Context: an optimization exercise on an open-source flow, tuned for small area, a short achievable clock period and few clock cycles per item. The choices shown serve that exercise and are no tape-out recipe. RTL that was checked went through simulation tests only; none was proved equivalent to the original.

Design ce_aes, start of the top module:
module ce_aes (
    input  wire         clk,
    input  wire         rst,        
    input  wire         start,
    input  wire         key_256,    
    input  wire [255:0] key,
    input  wire [127:0] din,
    output wire         ready,
    output reg          done,
    output reg  [127:0] dout
);
Size in the first run: about 6,200 cells after synthesis, roughly 59,000 µm² of cells after synthesis.
clock: 10.0 ns
lec_check: 0
cap_margin: 20
core_margin: 2
core_utilization: 50
cts_cluster_diameter: 80
cts_cluster_size: 24
gpl_routability_driven: 1
gpl_timing_driven: 1
place_density: 0.75
setup_slack_margin: 5
slew_margin: 20
synth_hierarchical: 1
synth_minimum_keep_size: 0
standard.sh (not shown) runs the stock make flow with config.mk's settings and CLKGATE_MAP_FILE= SYNTH_SCRIPT=/design/flow/synth_recipe.tcl, a recipe that flattens the netlist after the stock synthesis.
==> flow/flow/run.sh <==
#!/bin/bash
set -euo pipefail
bash standard.sh SETUP_SLACK_MARGIN=5.8 \
  "BUFFER_PORTS_ARGS=-buffer_cell sky130_fd_sc_hd__buf_1" finish > standard.log 2>&1
Change:
--- a/flow/flow/run.sh
+++ b/flow/flow/run.sh
@@ -3 +3 @@
-bash standard.sh SETUP_SLACK_MARGIN=5.8 \
+bash standard.sh SETUP_SLACK_MARGIN=6 \
Result: The changed run finished with timing, DRC and antenna clean. Clock skew stays flat. Global-route usage is about the same. Core utilization came out higher by 1.2 points. Fmax came out higher by a few percent. Critical path depth came out lower by 3. Via count came out higher slightly. Area after synthesis stays the same. Routed wire length came out higher slightly. Register-to-register slack improves by 80 ps. Setup slack improves by 81 ps.
Change:
--- a/flow/flow/run.sh
+++ b/flow/flow/run.sh
@@ -3 +3 @@
-bash standard.sh SETUP_SLACK_MARGIN=6 \
+bash standard.sh SETUP_SLACK_MARGIN=6.5 \
Effect: The changed run produced a clean layout; via count rises by 6.7%; synthesized cell count stays the same; global-route usage climbs by 1.7 points; critical path depth goes up by 4; design area increases by 14%.
Change:
--- a/flow/flow/run.sh
+++ b/flow/flow/run.sh
@@ -3 +3 @@
-bash standard.sh SETUP_SLACK_MARGIN=6.5 \
+bash standard.sh SETUP_SLACK_MARGIN=6 \
Settings changed: CORE_UTILIZATION 50 to 60, PLACE_DENSITY 0.75 to 0.85.
Cell count came out lower by 7.3%.
Design area came out lower by 13%.
Utilization came out higher by 3.2 points.
Wire length came out lower by 13%.
Synthesized area stays the same.
Function was not checked in any run of this note: the RTL went through the layout flow alone.


run 1:
Another version of the RTL of ce_aes (not shown whole).
Size in the first run: about 6200 cells after synthesis, about 520 I/O pins, roughly 59000 µm² of cells after synthesis.
==> flow/config.mk <==
export PLATFORM = sky130hd
export DESIGN_NAME = ce_aes
export DESIGN_NICKNAME = ce_aes
export VERILOG_FILES = /design/flow/design.v
export SDC_FILE = /design/flow/constraint.sdc
export NUM_CORES = 4
export LEC_CHECK = 0
export ABC_CLOCK_PERIOD_IN_PS = 3000
export CAP_MARGIN = 20
export CORE_MARGIN = 2
export CORE_UTILIZATION = 60
export CTS_CLUSTER_DIAMETER = 80
export CTS_CLUSTER_SIZE = 24
export GPL_ROUTABILITY_DRIVEN = 1
export GPL_TIMING_DRIVEN = 1
export PLACE_DENSITY = 0.85
export SETUP_SLACK_MARGIN = 5
export SLEW_MARGIN = 20
export SYNTH_HIERARCHICAL = 1
export SYNTH_MINIMUM_KEEP_SIZE = 0
==> flow/constraint.sdc <==
create_clock -name core_clock -period 10.0 [get_ports {clk}]
set_input_delay 2.0000 -clock core_clock [delete_from_list [all_inputs] [get_ports {clk}]]
set_output_delay 2.0000 -clock core_clock [all_outputs]
set_load 0.01 [all_outputs]
==> flow/flow/run.sh <==
#!/bin/bash
set -euo pipefail
bash standard.sh SETUP_SLACK_MARGIN=6 \
  "BUFFER_PORTS_ARGS=-buffer_cell sky130_fd_sc_hd__buf_1" finish > standard.log 2>&1
Run 1 completed end to end with timing, DRC and antenna clean.
Testbench counts of run 1, summed over its fixed seeds: cycles 35,450, blocks 3,200.
What run 2 does differently from run 1 at the input level:
Settings: putting TNS_END_PERCENT at 20 where nothing was set; clearing ABC_CLOCK_PERIOD_IN_PS, which used to be 3000.
[summary]
For run 1, the first element of the critical path was q[265]$_DFF_P_, unlike run 2, where it was q[169]$_DFF_P_. Delta (run 2 minus run 1): utilization moved down, period utilization moved up, design area moved down. In terms of global-route wire length before repair, run 1 and run 2 differ only marginally. Reported for run 2 and run 1, count of state elements after synthesis turned out identical to the last digit. Run 2 -> run 1: aggregate routed wire length flat.
Edits applied to the flow inputs when going from run 2 to run 3:
Settings: TNS_END_PERCENT: 20 -> unset.
## What came out
Looking at post-route cell area across both flows, run 3 is the weaker of the two, with run 2 ahead. Compared with run 2, run 3 shows worst path arrival time lower by 0.02 ns. Between run 3 and run 2, the difference in sequential share of layout area is negligible. Diff run 2..run 3 | tap cell count | unchanged. Worst setup slack: run 3 > run 2. Compared run 2 against run 3; total vias in the final route within noise. Met2 usage in global routing delta (run 3 -> run 2): insignificant.
Setup changes, run 3 to run 4
-- flow/flow/run.sh --
<<< run 3, line 3
bash standard.sh SETUP_SLACK_MARGIN=6 \
>>> run 4, line 3
bash standard.sh SETUP_SLACK_MARGIN=6.2 \
[summary]
- Non-clock buffer instance count of the final layout (higher): run 4
- In the flow results for run 3 and run 4, the via count is smaller on run 3.
- Run 4 vs. run 3: hold-critical path depth flat; final setup slack of the worst path up 0.052 ns.


== the baseline ==
ce_aes, a different RTL version from the one above (not shown whole).
Size in the first run: about 6000 cells after synthesis, roughly 980 flip-flops, roughly 520 I/O pins.
==> flow/config.mk <==
export PLATFORM = sky130hd
export DESIGN_NAME = ce_aes
export DESIGN_NICKNAME = ce_aes
export VERILOG_FILES = /design/flow/design.v
export SDC_FILE = /design/flow/constraint.sdc
export NUM_CORES = 4
export LEC_CHECK = 0
export CAP_MARGIN = 20
export CORE_MARGIN = 2
export CORE_UTILIZATION = 50
export GPL_ROUTABILITY_DRIVEN = 1
export GPL_TIMING_DRIVEN = 1
export PLACE_DENSITY = 0.65
export SLEW_MARGIN = 20
export SYNTH_HIERARCHICAL = 1
export SYNTH_MINIMUM_KEEP_SIZE = 0
==> flow/constraint.sdc <==
create_clock -name core_clock -period 10.0 [get_ports {clk}]
set_input_delay 2.0000 -clock core_clock [delete_from_list [all_inputs] [get_ports {clk}]]
set_output_delay 2.0000 -clock core_clock [all_outputs]
set_load 0.01 [all_outputs]
run.sh (not shown) runs the stock make flow with config.mk's settings and CLKGATE_MAP_FILE= SYNTH_SCRIPT=/design/flow/synth_recipe.tcl, a recipe that flattens the netlist after the stock synthesis.
Stock flow here: none of the scripts above is used.
The baseline went all the way through synthesis, placement and routing and the layout is clean on timing, DRC and antenna.
Testbench counts of the baseline, summed over its fixed seeds: cycles 35,450, blocks 3,200.
The following lists how the candidate was set up differently from the baseline:
- an added SETUP_SLACK_MARGIN of 5
- an added ABC_CLOCK_PERIOD_IN_PS of 4000
Findings:
- From the baseline to the candidate the numbers moved as follows: final cell count roughly the same, sequential cell area roughly the same, via count roughly the same.
- Cmp the baseline and the candidate / sequential share of layout area / higher: the baseline
- On worst setup slack after layout, the higher figure sits with the candidate, not the baseline.


== the reference run ==
Another version of the RTL of ce_aes (not shown whole).
Size: ~6200 cells after synthesis, ~1200 flip-flops, roughly 520 I/O pins, about 61000 um^2 of cells after synthesis.
==> flow/config.mk <==
export PLATFORM = sky130hd
export DESIGN_NAME = ce_aes
export DESIGN_NICKNAME = ce_aes
export VERILOG_FILES = /design/flow/design.v
export SDC_FILE = /design/flow/constraint.sdc
export NUM_CORES = 4
export LEC_CHECK = 0
export ABC_CLOCK_PERIOD_IN_PS = 4000
export CAP_MARGIN = 20
export CORE_MARGIN = 2
export CORE_UTILIZATION = 50
export GPL_ROUTABILITY_DRIVEN = 1
export GPL_TIMING_DRIVEN = 1
export PLACE_DENSITY = 0.65
export SETUP_SLACK_MARGIN = 5
export SLEW_MARGIN = 20
export SYNTH_HIERARCHICAL = 1
export SYNTH_MINIMUM_KEEP_SIZE = 0
==> flow/constraint.sdc <==
create_clock -name core_clock -period 10.0 [get_ports {clk}]
set_input_delay 2.0000 -clock core_clock [delete_from_list [all_inputs] [get_ports {clk}]]
set_output_delay 2.0000 -clock core_clock [all_outputs]
set_load 0.01 [all_outputs]
The reference run finished every stage and its layout cleared the timing, DRC and antenna checks.
Testbench counts of the reference run, summed over its fixed seeds: cycles 35,450, blocks 3,200.
--- input diff the reference run..the trial run ---
- CTS_CLUSTER_SIZE now 24, previously not set
- CORE_UTILIZATION now 40, was 50
- ABC_AREA now 1, previously not set
- CTS_CLUSTER_DIAMETER now 80, previously not set
- ABC_CLOCK_PERIOD_IN_PS no longer set, was 4000
- PLACE_DENSITY now 0.6, was 0.65
==> flow/flow/run.sh (new file) <==
#!/bin/bash
set -euo pipefail
bash standard.sh SETUP_SLACK_MARGIN=6 \
  "BUFFER_PORTS_ARGS=-buffer_cell sky130_fd_sc_hd__buf_1" finish > standard.log 2>&1
==> flow/standard.sh (new file) <==
#!/bin/bash
# synth_recipe.tcl (not shown) runs the flow's synth.tcl, then flattens the netlist and writes it again
# the make line also repeats each setting of config.mk as NAME=value (left out here)
make -C /OpenROAD-flow-scripts/flow DESIGN_CONFIG=/design/flow/config.mk WORK_HOME=/design/flow/orfs CLKGATE_MAP_FILE= SYNTH_SCRIPT=/design/flow/synth_recipe.tcl "${@:-finish}"
removed: flow/run.sh
Notes after the runs:
In the reports for the trial run and the reference run, the smaller routed wire length belongs to the reference run. Going from the reference run to the trial run, worst setup slack grows by 0.64 ns. Between the trial run and the reference run, the post-synthesis to final-layout area growth is higher for the reference run. The trial run does better than the reference run on time the final worst path needs with I/O delays and setup. Diff the reference run -> the trial run: synthesized cell count now larger, clock buffer count in the final layout now smaller, final cell count now larger. Die area deteriorates in the trial run relative to the reference run. Area: the trial run vs the reference run -> the trial run larger.


ce_aes again, from the RTL that the note above started with.
Design ce_aes, start of the top module:
module ce_aes (
    input  wire         clk,
    input  wire         rst,        
    input  wire         start,
    input  wire         key_256,    
    input  wire [255:0] key,
    input  wire [127:0] din,
    output wire         ready,
    output reg          done,
    output reg  [127:0] dout
);
  reg          bsy1;       
  reg          lst1;       
  reg  [3:0]   rnd1;       
  reg          k2561;
  reg  [127:0] s;          
  reg  [127:0] ka1;        
  reg  [127:0] kb1;        
  reg  [31:0]  gw1;        
  reg          bsy2;
  reg          lst2;
  reg  [3:0]   rnd2;
  reg          k2562;
  reg  [287:0] q;          
  reg  [127:0] ka2;
  reg  [127:0] kb2;
  reg  [71:0]  gq;         
  reg          rdy;
  assign ready = rdy;
  function [7:0] xtime;
    input [7:0] a;
    xtime = {a[6:0], 1'b0} ^ (a[7] ? 8'h1b : 8'h00);
  endfunction
  function [31:0] rotw;
    input [31:0] w;
    rotw = {w[23:0], w[31:24]};
  endfunction
  function [7:0] rcon_f;
    input [3:0] i;
    case (i)
      4'd1:    rcon_f = 8'h01;
      4'd2:    rcon_f = 8'h02;
      4'd3:    rcon_f = 8'h04;
      4'd4:    rcon_f = 8'h08;
      4'd5:    rcon_f = 8'h10;
      4'd6:    rcon_f = 8'h20;
      4'd7:    rcon_f = 8'h40;
      4'd8:    rcon_f = 8'h80;
      4'd9:    rcon_f = 8'h1b;
      4'd10:   rcon_f = 8'h36;
      default: rcon_f = 8'h00;
    endcase
  endfunction
  genvar n;
  wire [287:0] sa;
  generate
    for (n = 0; n < 16; n = n + 1) begin : g_sboxa
      ce_aes_sbox_a u_sa (.sbox_in(s[127-8*n -: 8]), .mid(sa[287-18*n -: 18]));
    end
  endgenerate
  wire [71:0] ga;
  generate
    for (n = 0; n < 4; n = n + 1) begin : g_ksa
  ...
Settings: LEC_CHECK=0, CAP_MARGIN=20, CORE_MARGIN=2, CORE_UTILIZATION=40, CTS_CLUSTER_DIAMETER=80, CTS_CLUSTER_SIZE=24, GPL_ROUTABILITY_DRIVEN=1, GPL_TIMING_DRIVEN=1, PLACE_DENSITY=0.6, SETUP_SLACK_MARGIN=5, SLEW_MARGIN=20, SYNTH_HIERARCHICAL=1, SYNTH_MINIMUM_KEEP_SIZE=0; clock period 10.0 ns.
standard.sh (not shown) runs the stock make flow with config.mk's settings and CLKGATE_MAP_FILE= SYNTH_SCRIPT=/design/flow/synth_recipe.tcl, a recipe that flattens the netlist after the stock synthesis.
==> flow/flow/run.sh <==
#!/bin/bash
set -euo pipefail
bash standard.sh SETUP_SLACK_MARGIN=5.5 \
  "BUFFER_PORTS_ARGS=-buffer_cell sky130_fd_sc_hd__buf_1" finish > standard.log 2>&1
The starting point produced a clean layout.
Testbench counts at the start, summed over its fixed seeds: cycles 35,450, blocks 3,200.
==> next run, changes <==
==> flow/flow/run.sh (replaced) <==
#!/bin/bash
set -euo pipefail
bash standard.sh SETUP_SLACK_MARGIN=7 finish > standard.log 2>&1
CTS_CLUSTER_DIAMETER = not set   (was 80)
CTS_CLUSTER_SIZE = not set   (was 24)
Outcome: The changed run completed with no timing, DRC or antenna violations; final cell count grows by about 17%; area after synthesis stays the same; non-clock buffer count came out higher by 1419; synthesized cell count does not change.
==> next run, changes <==
==> flow/flow/run.sh (replaced) <==
#!/bin/bash
set -euo pipefail
bash standard.sh SETUP_SLACK_MARGIN=6.5 finish > standard.log 2>&1
Outcome:
- The new run went through all stages and came out clean
- routed wire length shrinks by 17%
- die area does not change
- clock skew grows by 7.3 ps
- cell area went down by about 20%
- hold slack degrades by 15 ps
- register-to-register slack gets worse by 20 ps
==> next run, changes <==
==> flow/flow/run.sh (replaced) <==
#!/bin/bash
set -euo pipefail
bash standard.sh SETUP_SLACK_MARGIN=6 \
  "BUFFER_PORTS_ARGS=-buffer_cell sky130_fd_sc_hd__buf_1" finish > standard.log 2>&1
CTS_CLUSTER_DIAMETER = 80   (was not set)
CTS_CLUSTER_SIZE = 24   (was not set)
Effect:
- The changed run went through all stages and came out clean
- utilization went down by 9.7 points
- global-route usage falls by 0.76 points
- die area stays the same
- first-iteration DRC count decreases by roughly a tenth
- sequential share of layout area went up by 5.4 points
- non-clock buffer count drops by 427
- wire length is lower by a few percent
- area after synthesis is unchanged
- hold slack gets better by 13 ps


Another version of the RTL of ce_aes (not shown whole).
Size in the first run: about 6,100 cells after synthesis, ~520 I/O pins, ~59,000 um^2 of cells after synthesis.
export LEC_CHECK = 0
export CAP_MARGIN = 20
export CORE_MARGIN = 2
export CORE_UTILIZATION = 50
export CTS_CLUSTER_DIAMETER = 80
export CTS_CLUSTER_SIZE = 24
export GPL_ROUTABILITY_DRIVEN = 1
export GPL_TIMING_DRIVEN = 1
export PLACE_DENSITY = 0.75
export SETUP_SLACK_MARGIN = 5
export SLEW_MARGIN = 20
export SYNTH_HIERARCHICAL = 1
export SYNTH_MINIMUM_KEEP_SIZE = 0
create_clock -name core_clock -period 10.0 [get_ports {clk}]
==> flow/flow/run.sh <==
#!/bin/bash
set -euo pipefail
bash standard.sh SETUP_SLACK_MARGIN=6 \
  "BUFFER_PORTS_ARGS=-buffer_cell sky130_fd_sc_hd__buf_1" finish > standard.log 2>&1
The baseline completed without violations.
Then changed:
CORE_UTILIZATION = 40   (was 50)
PLACE_DENSITY = 0.6   (was 0.75)
Effect: Hold slack is about the same. Via count drops by 2.2%. Clock skew climbs by 11 ps. Sequential cell count stays the same. Setup slack degrades by 55 ps. Wire length climbs by 5.7%. Cell area climbs by 0.90%.
Function was not checked in any run of this note: the RTL went through the layout flow alone.

[re-timing with driven ports]
Ports are ideal in the flow. The routed layouts listed here were re-timed in OpenROAD.
Step 1 (the two cells are an assumption about what drives the block):
set clk [get_ports {clk}]
set_driving_cell -lib_cell sky130_fd_sc_hd__clkbuf_16 $clk
set_driving_cell -lib_cell sky130_fd_sc_hd__buf_2 [delete_from_list [all_inputs] $clk]
Step 2 moves the port delays by t, midway between the first and last clock arrival at a register: inputs arrive t later, outputs are due t later. That takes back most of the time a late clock gives input paths.
Slacks: ideal ports / drivers / drivers and shift; pairs: ideal ports / drivers.
| run | t, ns | setup WS [ns] | worst setup path after step 2 | cell pins on the clock port's net |
|---|---|---|---|---|
| the first run of note 1 | 0.776 | 5.887 / 5.887 / 5.887 | register to register | 1 |
| the second run of note 1 | 0.778 | 5.968 / 5.968 / 5.968 | register to register | 1 |
| the third run of note 1 | 0.786 | 6.321 / 6.321 / 6.155 | input to register | 1 |
| the fourth run of note 1 | 0.759 | 6.077 / 6.077 / 6.077 | register to register | 1 |
| run 1 | 0.759 | 6.077 / 6.077 / 6.077 | register to register | 1 |
| run 2 | 0.758 | 6.037 / 6.037 / 6.037 | register to register | 1 |
| run 3 | 0.759 | 6.077 / 6.077 / 6.077 | register to register | 1 |
| run 4 | 0.762 | 6.130 / 6.130 / 6.130 | register to register | 1 |
| the baseline | 0.786 | 4.748 / 4.748 / 4.748 | register to register | 1 |
| the candidate | 0.790 | 5.202 / 5.202 / 5.202 | register to register | 1 |
| the reference run | 0.825 | 5.585 / 5.585 / 5.585 | register to register | 1 |
| the trial run | 0.822 | 6.230 / 6.230 / 6.230 | register to register | 1 |
| the first run of note 5 | 0.778 | 5.633 / 5.633 / 5.633 | register to register | 1 |
| the second run of note 5 | 0.840 | 6.423 / 6.423 / 6.152 | input to register | 1 |
| the third run of note 5 | 0.842 | 6.398 / 6.398 / 5.994 | input to register | 1 |
| the fourth run of note 5 | 0.780 | 6.067 / 6.067 / 6.052 | input to register | 1 |
| the first run of note 6 | 0.744 | 6.057 / 6.057 / 6.057 | register to register | 1 |
| the second run of note 6 | 0.778 | 6.002 / 6.002 / 6.002 | register to register | 1 |
After both steps every run listed still meets setup and hold. For the third run of note 5, which loses most, drivers alone change the setup slack by 0.000 ns; drivers and shift together by -0.404 ns.
